Context: an optimization exercise on an open-source flow, tuned for small area, a short achievable clock period and few clock cycles per item. The choices shown serve that exercise and are no tape-out recipe.
In this exercise RTL edits were held to simulation tests only and were not proved equivalent to the original. No driver is modelled on the clock port, so clocking that relies on it looks cheaper here than on a real chip.

==> flow/design.v (outline; a module is shown in full before it is edited, if it fits) <==
// module ck_aoi222: 6 lines
// module ck_rd64: 16 lines
// module ck_sel2: 7 lines
// module ck_hold: 6 lines
// module ck_tog: 6 lines
// module ck_mux2i: 6 lines
// module ck_nor2: 6 lines
// module ck_nand2: 6 lines
// module ck_shr: 24 lines
// module ck_shl: 24 lines
// module ck_rd8x8: 21 lines
// module ck_aoi22n: 7 lines
// module ck_a0bit: 6 lines
// module ck_sel: 8 lines
// module ck_mux4: 6 lines
// module ck_seln: 8 lines
// module ck_inv: 6 lines
// module ck_ebit: 8 lines
// module ck_ebit1: 8 lines
// module ck_and2: 6 lines
// module ck_xor2: 6 lines
// module ck_tapbit: 13 lines
// module ck_axor: 6 lines
// module ck_engine: 2350 lines
// module ck_unit: 192 lines
module ck_unit (
    input             clk,
    input             rst,
    input      [5:0]  cfg_width,
    input      [31:0] cfg_poly,
    input      [31:0] cfg_init,
    input      [31:0] cfg_xorout,
    input             cfg_refin,
    input             cfg_refout,
    input             in_valid,
    output            in_ready,
    input      [1:0]  in_op,
    input      [5:0]  in_ctx,
    input      [3:0]  in_nbytes,
    input      [63:0] in_data,
    output reg        out_valid,
    output reg [5:0]  out_ctx,
    output reg [31:0] out_value,
    output reg [31:0] out_result,
    output reg        out_err
);
  // ...
==> flow/flow/run.sh <==
#!/bin/bash
# The standard layout (the standard.sh: ORFS from the standard synthesis
# to the final layout) with changes to how it is made:
#  - buffer_ports buffers every input and output port with buf_2, in place of
#    the slow delay buffer it picks by itself;
#  - clock tree synthesis adds no dummy loads and takes up to 20 flip-flops
#    per leaf buffer.
# make's full output goes to orfs_make.log; ORFS keeps each step's log under
# orfs/logs/.
set -uo pipefail
export BUFFER_PORTS_ARGS="-buffer_cell sky130_fd_sc_hd__buf_2"
export CTS_ARGS="-sink_clustering_enable -repair_clock_nets -dont_use_dummy_load -sink_clustering_size 20 -sink_clustering_max_diameter 100"
bash standard.sh > orfs_make.log 2>&1
status=$?
tail -n 40 orfs_make.log
exit $status
==> flow/standard.sh <==
#!/bin/bash
# synth_recipe.tcl (not shown) runs the flow's synth.tcl, then flattens the netlist and writes it again
# the make line also repeats each setting of config.mk as NAME=value (left out here)
make -C /OpenROAD-flow-scripts/flow DESIGN_CONFIG=/design/flow/config.mk WORK_HOME=/design/flow/orfs CLKGATE_MAP_FILE= SYNTH_SCRIPT=/design/flow/synth_recipe.tcl "${@:-finish}"
==> flow/config.mk <==
export PLATFORM = sky130hd
export DESIGN_NAME = ck_unit
export DESIGN_NICKNAME = ck_unit
export VERILOG_FILES = /design/flow/design.v
export SDC_FILE = /design/flow/constraint.sdc
export NUM_CORES = 8
export LEC_CHECK = 0
export CAP_MARGIN = 20
export CELL_PAD_IN_SITES_DETAIL_PLACEMENT = 1
export CORE_MARGIN = 2
export CORE_UTILIZATION = 45
export PLACE_DENSITY = 0.55
export SLEW_MARGIN = 20
export SYNTH_HIERARCHICAL = 1
export SYNTH_MINIMUM_KEEP_SIZE = 0
==> flow/constraint.sdc <==
create_clock -name core_clock -period 200.0 [get_ports {clk}]
set_input_delay 40.0000 -clock core_clock [delete_from_list [all_inputs] [get_ports {clk}]]
set_output_delay 40.0000 -clock core_clock [all_outputs]
set_load 0.01 [all_outputs]
==> key figures, run 1 <==
Clock network
  • Skew-Pair Late Insertion Delay: 860 ps
  • H-tree depth: 4
  • Cts bufs inserted: 145

Cells and area
  • Non-clk buf share: 3.97%
  • Commonest cells after routing, fill and taps aside: dfxtp_1, o22ai_1, a222oi_1, xnor2_1, buf_4
  • Area grow syn2layout: 12.1%
  • Register area: 0.0499 mm^2
  • Multi-input logic portion of the cell area: 45.8%
  • Multi-input gates: 6,776
  • Final Cell Area: 0.115 mm^2
  • Most common cell after layout, fill and taps aside: dfxtp_1
  • Layout net count: 10,500

Placement
  • Post-DP HPWL: 306,000 um
  • DP Area: 0.112 mm^2

Global route
  • First-pass GRT wire length: 661,000 um
  • Global Route met1 Usage: 46.6%
  • All-layer global routing usage: 37.2%

Route
  • 1st-iter DRT viols: 18,300
  • Met1 WL: 176,000 um
  • Final wirelength: 457,000 um
  • Initial DRT Pass Iterations: 17

Status
  • Status: no timing/DRC/antenna violations

Min path
  • Hold wc startpoint: ctx_par[60]$_DFF_P_
  • Min-delay worst type: flip-flop to flip-flop

STA
  • Hold WS: 410 ps
  • Sum Neg Setup Slack: 0 ps
  • Crit share post-route: 20.7%
  • RSZ-0062 raised after global routing: no

Floorplanning
  • Core area: 0.227 mm^2
  • Tapcell count: 3,009
  • Die height: 482 um

Synth
  • Syn. warnings: 11

Setup path
  • R2R setup slack: 159,990 ps
  • CP Class: flip-flop to output pin
  • Critical path's slowest cell: dfxtp_1
  • Worst-path cell chain: buf_2
  • CP Launch Type: flip-flop
Testbench counts, summed over its fixed seeds: cycles 20,608, bytes 152,413.
==> run 2: changes to the inputs <==
==> flow/flow/run.sh (replaced) <==
#!/bin/bash
# The standard layout (the standard.sh: ORFS from the standard synthesis
# to the final layout) with changes to how it is made:
#  - buffer_ports buffers every input and output port with buf_2, in place of
#    the slow delay buffer it picks by itself;
#  - clock tree synthesis adds no dummy loads and takes up to 20 flip-flops
#    per leaf buffer;
set -uo pipefail
export BUFFER_PORTS_ARGS="-buffer_cell sky130_fd_sc_hd__buf_2"
export CTS_ARGS="-sink_clustering_enable -repair_clock_nets -dont_use_dummy_load -sink_clustering_size 20 -sink_clustering_max_diameter 100"
export SETUP_SLACK_MARGIN=159.0
bash standard.sh > orfs_make.log 2>&1
status=$?
tail -n 40 orfs_make.log
exit $status
--- a/flow/config.mk
+++ b/flow/config.mk
@@ -8,8 +8,8 @@
 export CAP_MARGIN = 20
 export CELL_PAD_IN_SITES_DETAIL_PLACEMENT = 1
 export CORE_MARGIN = 2
-export CORE_UTILIZATION = 45
-export PLACE_DENSITY = 0.55
+export CORE_UTILIZATION = 40
+export PLACE_DENSITY = 0.5
 export SLEW_MARGIN = 20
 export SYNTH_HIERARCHICAL = 1
 export SYNTH_MINIMUM_KEEP_SIZE = 0
==> run 2 against run 1 <==
  * Utilization down 5.3 points
  * Worst hold slack gained 2.0 ps
  * Global-route usage is 3.5 points lower
  * Synthesized cell count is the same
  * Final area rose by 0.87%
  * Cell count is 2.8% higher
  * Via count decreased by 0.27%
  * Sequential cell count is the same
  * Non-clock buffer count shrank 10
  * Worst setup slack improved by 6.0 ps
==> key figures, run 2 <==
Route
  • Average wire per standard cell: 34.2 um (was 34.4 um)
  • 1st-iter DRT viols: 18,300 (about the same)
  • Vias per cell: 7.32 (was 7.54)
  • Initial DRT Pass Iterations: 17 (unchanged)
  • DRC errors left: 0 (unchanged)
  • DR vias: 99,900 (was 100,000)
  • Final wirelength: 467,000 um (was 457,000 um)
  • Final ANT Viol Nets: 0 (unchanged)

Floorplanning
  • Die footprint: 0.262 mm^2 (was 0.233 mm^2)
  • Core area: 0.256 mm^2 (was 0.227 mm^2)
  • Die height: 512 um (was 482 um)
  • Die W: 512 um (was 482 um)
  • Starting Density: 40.2% (was 45.3%)
  • I/O pins: 256 (unchanged)
  • # rows: 186 (was 175)

Cells and area
  • Commonest cells after routing, fill and taps aside: dfxtp_1, o22ai_1, a222oi_1, xnor2_1, buf_4 (unchanged)
  • Max FFs per register: 2,048 (unchanged)
  • Final Cell Area: 0.116 mm^2 (was 0.115 mm^2)
  • Most common cell after layout, fill and taps aside: dfxtp_1 (unchanged)
  • Layout net count: 10,400 (was 10,500)
  • Fillers: 27,800 (was 24,600)
  • Layout cell share with drive strength beyond 1: 12.3% (was 11.8%)
  • Area grow syn2layout: 13.1% (was 12.1%)
  • Biggest register: ctx_val (unchanged)
  • Final Util: 45.4% (was 50.8%)

STA
  • Crit share post-route: 20.7% (about the same)
  • Final Hold Vio Count: 0 (unchanged)
  • Max_slew headroom: 9.14% (was 12.3%)
  • Post-layout worst setup margin: 158,660 ps (was 158,650 ps)
  • Final setup fails: 0 (unchanged)
  • Hold WS: 412 ps (was 410 ps)
  • Layout Skew: 118 ps (was 108 ps)
  • Max-slew violations: 0 (unchanged)
  • RSZ-0062 raised after global routing: yes (was no)
  • Tmin final: 41,340 ps (was 41,350 ps)
  • Sum Neg Setup Slack: 0 ps (unchanged)
  • Slew @ Worst Pin: 1360 ps (was 1310 ps)
  • Fmax: 0.0242 GHz (about the same)

Clock network
  • Post-cts sizing count: 87 (was 0)
  • Clock slew at reported path FFs: 80 ps (about the same)
  • Hold buffers post-CTS: 0 (unchanged)
  • Skew-Pair Late Insertion Delay: 900 ps (was 860 ps)
  • CTS Root Cell: clkbuf_16 (unchanged)
  • CTS tree: yes (unchanged)
  • Post-CTS setup buffer count: 0 (unchanged)
  • Cts bufs inserted: 151 (was 145)
  • H-tree depth: 4 (unchanged)
  • Longest Clk Path Bufs: 4 (was 3)
  • Sink Count: 2,477 (unchanged)

Setup path
  • Buf/Inv on CP: 1 (unchanged)
  • Critical path data required time: 160,000 ps (about the same)
  • Crit-path max FO: 1 (unchanged)
  • Delay-heaviest family, CP: flip-flops (unchanged)
  • Critical path's slowest cell: dfxtp_1 (unchanged)
  • Crit end category: output pin (unchanged)
  • Worst-path cell chain: buf_2 (unchanged)
  • CP Class: flip-flop to output pin (unchanged)
  • R2R Path Start: row_r[4]$_DFF_P_ (was s_hi[1]$_DFF_P_)
  • CP Launch Type: flip-flop (unchanged)
  • CP Data Arrival Time: 1340 ps (was 1350 ps)
  • Origin of the worst setup path: out_value[19]$_DFF_P_ (was out_ctx[5]$_DFF_P_)
  • Crit-path max cell delay: 330 ps (was 310 ps)

Placement
  • Port-buffer cells: 253 (unchanged)
  • Routability cong.: 0.941 (was 0.970)
  • DP Area: 0.112 mm^2 (about the same)
  • Post-DP HPWL: 308,000 um (was 306,000 um)
  • Place WS: 158,670 ps (was 158,600 ps)

Synth
  • Syn. warnings: 11 (unchanged)
  • Synthesized instance count: 9,440 (unchanged)
  • Synth Cell Area: 0.103 mm^2 (unchanged)
  • Synth Area per Inst: 10.9 um^2 (unchanged)

Global route
  • Initial antenna violation count: 20 (was 22)
  • GR Overflow Total: 0 (unchanged)
  • First-pass GRT wire length: 676,000 um (was 661,000 um)
  • Vias in the first global route: 97,900 (was 97,600)
  • All-layer global routing usage: 33.7% (was 37.2%)
  • Largest net degree at the start of global routing: 69 (was 67)

Min path
  • Hold wc startpoint: ctx_par[29]$_DFF_P_ (was ctx_par[60]$_DFF_P_)
  • Min-delay worst type: flip-flop to flip-flop (unchanged)

Status
  • Status: no timing/DRC/antenna violations (unchanged)

Run
  • Max_cap viols: 0 (unchanged)
==> run 2: stage by stage <==
| stage | cells |
|---|---|
| after detailed placement | 13500 |
| after global routing | 13700 |
| after global placement | 13500 |
| final | 13700 |
| after CTS | 13600 |
| after floorplan | 9447 |
==> run 2: worst paths after layout <==
kind                      endpoint  slack [ps]  cells after the start
min            ctx_par[29]$_DFF_P_         410                      1
min reg2reg    ctx_par[29]$_DFF_P_         410                      1
max                  out_value[19]      158660                      1
max reg2reg  out_result[5]$_DFF_P_      161150                    120
==> run 2: metal layers <==
metal / part of all wire, % / vias up / wire length, um / GRT usage (%)
met5: 0.016 / - / 77 / 0
met4: 6.6 / 14 / 30800 / 20.1
met3: 8.0 / 971 / 37200 / 5.31
met2: 46 / 4897 / 213000 / 54.1
met1: 40 / 51500 / 186000 / 42.8
li1: - / 42500 / - / -
==> run 2: final cells by class <==
cell class	count	area, um^2	share of cell area (%)
antenna	7	17.5	0.0150
clock buffer	151	3780	3.24
inverter	171	642	0.551
multi-input combinational	6776	52900	45.4
sequential	2477	50000	42.9
tap	3384	4230	3.63
timing repair buffer	684	4900	4.20
==> run 3: changes to the inputs <==
==> flow/flow/run.sh (replaced) <==
#!/bin/bash
# The standard layout (the standard.sh: ORFS from the standard synthesis
# to the final layout) with changes to how it is made:
#  - buffer_ports buffers every input and output port with buf_2, in place of
#    the slow delay buffer it picks by itself;
#  - clock tree synthesis adds no dummy loads and takes up to 25 flip-flops
#    per leaf buffer.
# make's full output goes to orfs_make.log; ORFS keeps each step's log under
# orfs/logs/.
set -uo pipefail
export BUFFER_PORTS_ARGS="-buffer_cell sky130_fd_sc_hd__buf_2"
export CTS_ARGS="-sink_clustering_enable -repair_clock_nets -dont_use_dummy_load -sink_clustering_size 25 -sink_clustering_max_diameter 120"
bash standard.sh > orfs_make.log 2>&1
status=$?
tail -n 40 orfs_make.log
exit $status
--- a/flow/config.mk
+++ b/flow/config.mk
@@ -8,8 +8,8 @@
 export CAP_MARGIN = 20
 export CELL_PAD_IN_SITES_DETAIL_PLACEMENT = 1
 export CORE_MARGIN = 2
-export CORE_UTILIZATION = 40
-export PLACE_DENSITY = 0.5
+export CORE_UTILIZATION = 45
+export PLACE_DENSITY = 0.55
 export SLEW_MARGIN = 20
 export SYNTH_HIERARCHICAL = 1
 export SYNTH_MINIMUM_KEEP_SIZE = 0
==> run 3 against run 2 <==
  * Count of clock-buffer cells in the layout down 38
  * Global-route usage up 3.3 points
  * Worst setup slack better by 4.0 ps
  * Sequential cell count unchanged
  * Highest routed layer unchanged
  * Maximum frequency about the same
  * Critical path type unchanged
  * First-iteration DRC count down 0.95%
  * Non-clock buffer count up 10
  * Area after synthesis unchanged
  * Final area down 1.5%
==> key figures, run 3 <==
Global route
  • All-layer global routing usage: 37.0% (was 33.7%)
  • First-pass GRT wire length: 658,000 um (was 676,000 um)
  • Largest net degree at the start of global routing: 67 (was 69)
  • Initial antenna violation count: 26 (was 20)
  • Vias in the first global route: 97,300 (was 97,900)
  • GR Overflow Total: 0 (unchanged)

Route
  • Initial DRT Pass Iterations: 19 (was 17)
  • DRC errors left: 0 (unchanged)
  • 1st-iter DRT viols: 18,100 (was 18,300)
  • Final ANT Viol Nets: 0 (unchanged)
  • Final wirelength: 456,000 um (was 467,000 um)
  • Average wire per standard cell: 34.4 um (was 34.2 um)
  • DR vias: 99,900 (about the same)
  • Vias per cell: 7.54 (was 7.32)

Synth
  • Syn. warnings: 11 (unchanged)
  • Synthesized instance count: 9,440 (unchanged)
  • Synth Area per Inst: 10.9 um^2 (unchanged)
  • Synth Cell Area: 0.103 mm^2 (unchanged)

Placement
  • Port-buffer cells: 253 (unchanged)
  • Routability cong.: 0.970 (was 0.941)
  • DP Area: 0.112 mm^2 (about the same)
  • Post-DP HPWL: 306,000 um (was 308,000 um)

Setup path
  • Origin of the worst setup path: out_err$_DFF_P_ (was out_value[19]$_DFF_P_)
  • R2R Path Start: s_hi[1]$_DFF_P_ (was row_r[4]$_DFF_P_)
  • Delay-heaviest family, CP: flip-flops (unchanged)
  • Critical path data required time: 160,000 ps (about the same)
  • Worst-path cell chain: buf_2 (unchanged)
  • Critical path's slowest cell: dfxtp_1 (unchanged)
  • CP Class: flip-flop to output pin (unchanged)
  • CP Data Arrival Time: 1340 ps (about the same)
  • CP Launch Type: flip-flop (unchanged)
  • Crit-path max FO: 1 (unchanged)
  • Crit-path max cell delay: 320 ps (was 330 ps)
  • Crit end category: output pin (unchanged)
  • Buf/Inv on CP: 1 (unchanged)

Clock network
  • Post-cts sizing count: 0 (was 87)
  • Hold buffers post-CTS: 0 (unchanged)
  • Sink Count: 2,477 (unchanged)
  • CTS tree: yes (unchanged)
  • Longest Clk Path Bufs: 3 (was 4)
  • Post-CTS setup buffer count: 0 (unchanged)
  • Skew-Pair Late Insertion Delay: 840 ps (was 900 ps)
  • CTS Root Cell: clkbuf_16 (unchanged)
  • H-tree depth: 3 (was 4)
  • Clock slew at reported path FFs: 100 ps (was 80 ps)
  • Cts bufs inserted: 113 (was 151)

Min path
  • Min-delay worst type: flip-flop to flip-flop (unchanged)
  • Hold wc startpoint: ctx_par[12]$_DFF_P_ (was ctx_par[29]$_DFF_P_)

Cells and area
  • Commonest cells after routing, fill and taps aside: dfxtp_1, o22ai_1, a222oi_1, xnor2_1, buf_4 (unchanged)
  • Most common cell after layout, fill and taps aside: dfxtp_1 (unchanged)
  • Final Cell Area: 0.115 mm^2 (was 0.116 mm^2)
  • Max FFs per register: 2,048 (unchanged)
  • Area grow syn2layout: 11.3% (was 13.1%)
  • Biggest register: ctx_val (unchanged)
  • Layout net count: 10,400 (about the same)
  • Layout cell share with drive strength beyond 1: 11.5% (was 12.3%)

Floorplanning
  • Die footprint: 0.233 mm^2 (was 0.262 mm^2)
  • Starting Density: 45.3% (was 40.2%)
  • Core area: 0.227 mm^2 (was 0.256 mm^2)
  • # rows: 175 (was 186)
  • Die W: 482 um (was 512 um)
  • Die height: 482 um (was 512 um)
  • I/O pins: 256 (unchanged)

STA
  • Slew @ Worst Pin: 1280 ps (was 1360 ps)
  • RSZ-0062 raised after global routing: no (was yes)
  • Layout Skew: 125 ps (was 118 ps)
  • Sum Neg Setup Slack: 0 ps (unchanged)
  • Max-slew violations: 0 (unchanged)
  • Final setup fails: 0 (unchanged)
  • Max_slew headroom: 14.8% (was 9.14%)
  • Crit share post-route: 20.7% (about the same)
  • Fmax: 0.0242 GHz (about the same)
  • Final Hold Vio Count: 0 (unchanged)
  • Tmin final: 41,340 ps (about the same)

Status
  • Status: no timing/DRC/antenna violations (unchanged)

Run
  • Max_cap viols: 0 (unchanged)
==> run 3: worst paths after layout <==
path | to | slack (ps) | depth (start not counted)
hold / removal | ctx_par[12]$_DFF_P_ | 410 | 1
hold reg to reg | ctx_par[12]$_DFF_P_ | 410 | 1
setup / recovery | out_err | 158660 | 1
setup reg to reg | out_result[6]$_DFF_P_ | 160030 | 121
==> run 3: metal layers <==
layer,part of all wire (%),GRT usage (%),up-vias
met5,0.015,0,-
met4,6.8,22.9,10
met3,9.1,6.97,983
met2,46,59.4,5246
met1,39,46.0,51300
li1,-,-,42400
==> run 3: layout make-up <==
class	instances	area, um^2
inverters	171	642
flip-flops and latches	2477	49900
clock buffers	113	2830
diodes	16	40.0
multi-input cells	6776	52900
fillers	24600	113000
repair buffers	694	4580
well taps	3009	3760
==> run 3: per-stage QoR <==
stage                     utilization (%)  hold WS (ps)  std cells  worst slack (ps)
after floorplan                         -           385       9447            158830
after global placement               49.1           392      13100            158590
after detailed placement             49.1           398      13100            158600
after CTS                            50.4           413      13200            158620
after global routing                 50.4           423      13300            158460
final                                50.4           415      13300            158660
==> run 4: changes to the inputs <==
--- a/flow/config.mk
+++ b/flow/config.mk
@@ -8,8 +8,8 @@
 export CAP_MARGIN = 20
 export CELL_PAD_IN_SITES_DETAIL_PLACEMENT = 1
 export CORE_MARGIN = 2
-export CORE_UTILIZATION = 45
-export PLACE_DENSITY = 0.55
+export CORE_UTILIZATION = 50
+export PLACE_DENSITY = 0.62
 export SLEW_MARGIN = 20
 export SYNTH_HIERARCHICAL = 1
 export SYNTH_MINIMUM_KEEP_SIZE = 0
==> run 4 against run 3 <==
  * Non-clock buffer count fell by 32
  * Utilization rose by 5.3 points
  * Area after synthesis did not move
  * Worst setup slack got worse by 160 ps
  * Global-route usage rose by 3.2 points
  * Critical path type unchanged
  * Final area fell by 0.57%
  * Critical endpoint is now out_ctx[4]
  * Cell count fell by 2.7%
  * Sequential cell count did not move
  * Synthesized cell count did not move
==> key figures, run 4 <==
STA
  • Fmax: 0.0241 GHz (was 0.0242 GHz)
  • RSZ-0062 raised after global routing: no (unchanged)
  • Hold WS: 415 ps (about the same)
  • Post-layout worst setup margin: 158,500 ps (was 158,660 ps)
  • Final setup fails: 0 (unchanged)
  • Max-slew violations: 0 (unchanged)
  • Tmin final: 41,500 ps (was 41,340 ps)
  • Max_slew headroom: 18.4% (was 14.8%)
  • Layout Skew: 136 ps (was 125 ps)
  • Crit share post-route: 20.8% (was 20.7%)
  • Final Hold Vio Count: 0 (unchanged)
  • Slew @ Worst Pin: 1220 ps (was 1280 ps)
  • Sum Neg Setup Slack: 0 ps (unchanged)

Global route
  • GR Overflow Total: 0 (unchanged)
  • Largest net degree at the start of global routing: 81 (was 67)
  • Vias in the first global route: 99,500 (was 97,300)
  • First-pass GRT wire length: 653,000 um (was 658,000 um)
  • All-layer global routing usage: 40.2% (was 37.0%)
  • Initial antenna violation count: 17 (was 26)

Route
  • DRC errors left: 0 (unchanged)
  • DR vias: 101,000 (was 99,900)
  • Initial DRT Pass Iterations: 23 (was 19)
  • Final ANT Viol Nets: 0 (unchanged)
  • 1st-iter DRT viols: 20,500 (was 18,100)
  • Average wire per standard cell: 34.7 um (was 34.4 um)
  • Final wirelength: 447,000 um (was 456,000 um)
  • Vias per cell: 7.86 (was 7.54)

Floorplanning
  • I/O pins: 256 (unchanged)
  • Die height: 458 um (was 482 um)
  • Die footprint: 0.210 mm^2 (was 0.233 mm^2)
  • # rows: 166 (was 175)
  • Starting Density: 50.3% (was 45.3%)
  • Die W: 458 um (was 482 um)
  • Core area: 0.205 mm^2 (was 0.227 mm^2)

Setup path
  • CP Class: flip-flop to output pin (unchanged)
  • CP Launch Type: flip-flop (unchanged)
  • R2R Path Start: s_hi[0]$_DFF_P_ (was s_hi[1]$_DFF_P_)
  • Crit end category: output pin (unchanged)
  • Origin of the worst setup path: out_ctx[4]$_DFF_P_ (was out_err$_DFF_P_)
  • Crit-path max FO: 1 (unchanged)
  • Critical path data required time: 160,000 ps (about the same)
  • CP Data Arrival Time: 1500 ps (was 1340 ps)
  • Crit-path max cell delay: 480 ps (was 320 ps)
  • Delay-heaviest family, CP: flip-flops (unchanged)
  • Critical path's slowest cell: dfxtp_1 (unchanged)
  • Buf/Inv on CP: 1 (unchanged)
  • Worst-path cell chain: buf_2 (unchanged)

Clock network
  • Cts bufs inserted: 110 (was 113)
  • CTS tree: yes (unchanged)
  • Longest Clk Path Bufs: 3 (unchanged)
  • Skew-Pair Late Insertion Delay: 870 ps (was 840 ps)
  • CTS Root Cell: clkbuf_16 (unchanged)
  • Post-cts sizing count: 0 (unchanged)
  • Hold buffers post-CTS: 0 (unchanged)
  • Post-CTS setup buffer count: 0 (unchanged)
  • H-tree depth: 3 (unchanged)
  • Sink Count: 2,477 (unchanged)
  • Clock slew at reported path FFs: 100 ps (about the same)

Cells and area
  • Commonest cells after routing, fill and taps aside: dfxtp_1, o22ai_1, a222oi_1, xnor2_1, buf_4 (unchanged)
  • Fillers: 22,000 (was 24,600)
  • Layout cell share with drive strength beyond 1: 11.2% (was 11.5%)
  • Area grow syn2layout: 10.7% (was 11.3%)
  • Most common cell after layout, fill and taps aside: dfxtp_1 (unchanged)
  • Area of the multi-input gates: 0.0530 mm^2 (was 0.0529 mm^2)
  • Register area: 0.0499 mm^2 (about the same)
  • Layout net count: 10,400 (about the same)
  • Max FFs per register: 2,048 (unchanged)
  • Final Cell Area: 0.114 mm^2 (was 0.115 mm^2)
  • Final Util: 55.7% (was 50.4%)
  • Biggest register: ctx_val (unchanged)

Status
  • Status: no timing/DRC/antenna violations (unchanged)

Placement
  • DP Area: 0.111 mm^2 (was 0.112 mm^2)
  • Post-DP HPWL: 291,000 um (was 306,000 um)
  • Place WS: 158,650 ps (was 158,600 ps)
  • Port-buffer cells: 253 (unchanged)
  • Routability cong.: 0.956 (was 0.970)

Run
  • Max_cap viols: 0 (unchanged)

Synth
  • Synth Area per Inst: 10.9 um^2 (unchanged)
  • Synth Cell Area: 0.103 mm^2 (unchanged)
  • Syn. warnings: 11 (unchanged)
  • Synthesized instance count: 9,440 (unchanged)

Min path
  • Hold wc startpoint: ctx_par[23]$_DFF_P_ (was ctx_par[12]$_DFF_P_)
  • Min-delay worst type: flip-flop to flip-flop (unchanged)
==> run 4: metal layers <==
| metal | GRT usage, % | part of all wire (%) |
|---|---|---|
| met5 | 0 | 0.058 |
| met4 | 29.0 | 8.1 |
| met3 | 8.98 | 11 |
| met2 | 61.4 | 44 |
| met1 | 50.2 | 37 |
==> run 4: final cells by class <==
cell class,instances,share of cell area [%]
multi-input cells,6776,46.4
flip-flops and latches,2477,43.8
repair buffers,662,3.83
well taps,2688,2.95
clock buffers,110,2.41
inverters,171,0.563
diodes,8,0.0176
==> run 4: final timing paths <==
check / to / slack, ps / depth (start not counted)
max reg2reg: out_result[7]$_DFF_P_ / 162070 / 123
min reg2reg: ctx_par[23]$_DFF_P_ / 410 / 1
max: out_ctx[4] / 158500 / 1
min: ctx_par[23]$_DFF_P_ / 410 / 1
==> run 4: through the flow <==
stage / cells
2_1_floorplan: 9447
3_3_place_gp: 12800
3_5_place_dp: 12800
4_1_cts: 12900
5_1_grt: 12900
6_report: 12900
==> run 5: changes to the inputs <==
==> flow/flow/run.sh (replaced) <==
#!/bin/bash
# The standard layout (the standard.sh: ORFS from the standard synthesis
# to the final layout) with changes to how it is made:
#  - buffer_ports buffers every input and output port with buf_2, in place of
#    the slow delay buffer it picks by itself;
#  - clock tree synthesis adds no dummy loads and takes up to 30 flip-flops
#    per leaf buffer.
# make's full output goes to orfs_make.log; ORFS keeps each step's log under
# orfs/logs/.
set -uo pipefail
export BUFFER_PORTS_ARGS="-buffer_cell sky130_fd_sc_hd__buf_2"
export CTS_ARGS="-sink_clustering_enable -repair_clock_nets -dont_use_dummy_load -sink_clustering_size 30 -sink_clustering_max_diameter 110"
bash standard.sh > orfs_make.log 2>&1
status=$?
tail -n 40 orfs_make.log
exit $status
--- a/flow/config.mk
+++ b/flow/config.mk
@@ -8,8 +8,8 @@
 export CAP_MARGIN = 20
 export CELL_PAD_IN_SITES_DETAIL_PLACEMENT = 1
 export CORE_MARGIN = 2
-export CORE_UTILIZATION = 50
-export PLACE_DENSITY = 0.62
+export CORE_UTILIZATION = 45
+export PLACE_DENSITY = 0.55
 export SLEW_MARGIN = 20
 export SYNTH_HIERARCHICAL = 1
 export SYNTH_MINIMUM_KEEP_SIZE = 0
==> run 5 against run 4 <==
  * Final area up 0.21%
  * Sequential cell count unchanged
  * Utilization down 5.5 points
  * Routed wire length up 1.6%
  * Register-to-register slack got worse by 1800 ps
  * Count of clock-buffer cells in the layout is 13 lower
  * Via count is 1.6% lower
  * Critical endpoint is now out_ctx[5]
  * Critical path type unchanged
==> key figures, run 5 <==
Status
  • Status: no timing/DRC/antenna violations (unchanged)

STA
  • Crit share post-route: 20.7% (was 20.8%)
  • Final setup fails: 0 (unchanged)
  • Max-slew violations: 0 (unchanged)
  • RSZ-0062 raised after global routing: no (unchanged)
  • Post-layout worst setup margin: 158,650 ps (was 158,500 ps)
  • Tmin final: 41,350 ps (was 41,500 ps)
  • Slew @ Worst Pin: 1280 ps (was 1220 ps)
  • Max_slew headroom: 13.6% (was 18.4%)
  • Hold WS: 416 ps (was 415 ps)
  • Fmax: 0.0242 GHz (was 0.0241 GHz)
  • Layout Skew: 142 ps (was 136 ps)
  • Final Hold Vio Count: 0 (unchanged)
  • Sum Neg Setup Slack: 0 ps (unchanged)

Setup path
  • Crit-path max FO: 1 (unchanged)
  • Crit-path max cell delay: 320 ps (was 480 ps)
  • CP Data Arrival Time: 1350 ps (was 1500 ps)
  • Critical path data required time: 160,000 ps (about the same)
  • Crit end category: output pin (unchanged)
  • Delay-heaviest family, CP: flip-flops (unchanged)
  • Worst-path cell chain: buf_2 (unchanged)
  • Buf/Inv on CP: 1 (unchanged)
  • CP Launch Type: flip-flop (unchanged)
  • Critical path's slowest cell: dfxtp_1 (unchanged)
  • CP Class: flip-flop to output pin (unchanged)

Cells and area
  • Most common cell after layout, fill and taps aside: dfxtp_1 (unchanged)
  • Max FFs per register: 2,048 (unchanged)
  • Commonest cells after routing, fill and taps aside: dfxtp_1, o22ai_1, a222oi_1, xnor2_1, buf_4 (unchanged)
  • Layout cell share with drive strength beyond 1: 11.4% (was 11.2%)
  • Fillers: 24,600 (was 22,000)
  • Biggest register: ctx_val (unchanged)
  • Area grow syn2layout: 10.9% (was 10.7%)
  • Final Cell Area: 0.114 mm^2 (about the same)
  • Layout net count: 10,400 (about the same)

Route
  • 1st-iter DRT viols: 18,700 (was 20,500)
  • Vias per cell: 7.53 (was 7.86)
  • Initial DRT Pass Iterations: 17 (was 23)
  • Final ANT Viol Nets: 0 (unchanged)
  • DR vias: 99,700 (was 101,000)
  • Average wire per standard cell: 34.4 um (was 34.7 um)
  • DRC errors left: 0 (unchanged)
  • Final wirelength: 455,000 um (was 447,000 um)

Clock network
  • Clock slew at reported path FFs: 110 ps (was 100 ps)
  • CTS Root Cell: clkbuf_16 (unchanged)
  • Longest Clk Path Bufs: 3 (unchanged)
  • Hold buffers post-CTS: 0 (unchanged)
  • Sink Count: 2,477 (unchanged)
  • Skew-Pair Late Insertion Delay: 870 ps (about the same)
  • Post-CTS setup buffer count: 0 (unchanged)
  • H-tree depth: 3 (unchanged)
  • CTS tree: yes (unchanged)
  • Post-cts sizing count: 0 (unchanged)
  • Cts bufs inserted: 97 (was 110)

Floorplanning
  • Die footprint: 0.233 mm^2 (was 0.210 mm^2)
  • Starting Density: 45.3% (was 50.3%)
  • Die W: 482 um (was 458 um)
  • I/O pins: 256 (unchanged)
  • Core area: 0.227 mm^2 (was 0.205 mm^2)
  • # rows: 175 (was 166)
  • Die height: 482 um (was 458 um)

Synth
  • Synth Cell Area: 0.103 mm^2 (unchanged)
  • Syn. warnings: 11 (unchanged)
  • Synthesized instance count: 9,440 (unchanged)
  • Synth Area per Inst: 10.9 um^2 (unchanged)

Global route
  • GR Overflow Total: 0 (unchanged)
  • All-layer global routing usage: 37.0% (was 40.2%)
  • Largest net degree at the start of global routing: 67 (was 81)
  • Initial antenna violation count: 24 (was 17)
  • Vias in the first global route: 97,000 (was 99,500)
  • First-pass GRT wire length: 657,000 um (was 653,000 um)

Placement
  • Routability cong.: 0.970 (was 0.956)
  • DP Area: 0.112 mm^2 (was 0.111 mm^2)
  • Place WS: 158,600 ps (was 158,650 ps)
  • Post-DP HPWL: 306,000 um (was 291,000 um)
  • Port-buffer cells: 253 (unchanged)

Min path
  • Min-delay worst type: flip-flop to flip-flop (unchanged)

Run
  • Max_cap viols: 0 (unchanged)
run 5: area by class of cell:
type                            count  area [um^2]  area share (%)
Tap cell                         3009         3760            3.29
Inverter                          171          642           0.562
Sequential cell                  2477        49900            43.7
Antenna cell                       11         27.5          0.0241
Timing Repair Buffer              695         4590            4.02
Multi-Input combinational cell   6776        52900            46.3
Clock buffer                       97         2430            2.12
run 5: worst paths after layout:
kind / start / to / slack, ps / cells after the start
max: out_ctx[5]$_DFF_P_ / out_ctx[5] / 158650 / 1
min: ctx_par[9]$_DFF_P_ / ctx_par[9]$_DFF_P_ / 420 / 1
max reg2reg: s_hi[1]$_DFF_P_ / out_result[6]$_DFF_P_ / 160260 / 123
min reg2reg: ctx_par[9]$_DFF_P_ / ctx_par[9]$_DFF_P_ / 420 / 1
run 5: through the flow:
stage / cells / utilization (%)
3_3_place_gp: 13100 / 49.1
6_report: 13200 / 50.2
5_1_grt: 13200 / 50.2
3_5_place_dp: 13100 / 49.1
2_1_floorplan: 9447 / -
4_1_cts: 13200 / 50.2
run 5: routing by layer:
metal  routed length (um)  GRT usage, %  up-vias  share of wire, %
met5                   97             0        -             0.021
met4                31800          23.0       14               7.0
met3                40300          6.47      982               8.9
met2               206000          59.0     5239                45
met1               176000          46.3    51100                39
li1                     -             -    42400                 -

## what the ideal ports hide
Ports are ideal in the flow. The routed layouts listed here were re-timed in OpenROAD. Step 1: set_driving_cell puts a clkbuf_16 on clk and a buf_2 on each other input, an assumption about the parent block. Step 2 times the ports against the registers' clock, not the clock port: input delays grow and output delays shrink by t, the midpoint of the rising clock arrivals with the driver on. a / b / c = no drivers / after step 1 / after step 2; a / b = the first two.
run	t, ns	setup slack, ns	cell pins on the clock port's net
run 1	0.905	158.650 / 158.556 / 158.580	1
run 2	0.941	158.656 / 158.560 / 158.459	1
run 3	0.876	158.660 / 158.565 / 158.544	1
run 4	0.892	158.500 / 158.409 / 158.607	1
run 5	0.896	158.648 / 158.552 / 158.526	1
After both steps every run listed still meets setup and hold. The setup slack of run 2, which loses most, moves by -0.096 ns with the drivers and by -0.197 ns with both steps.
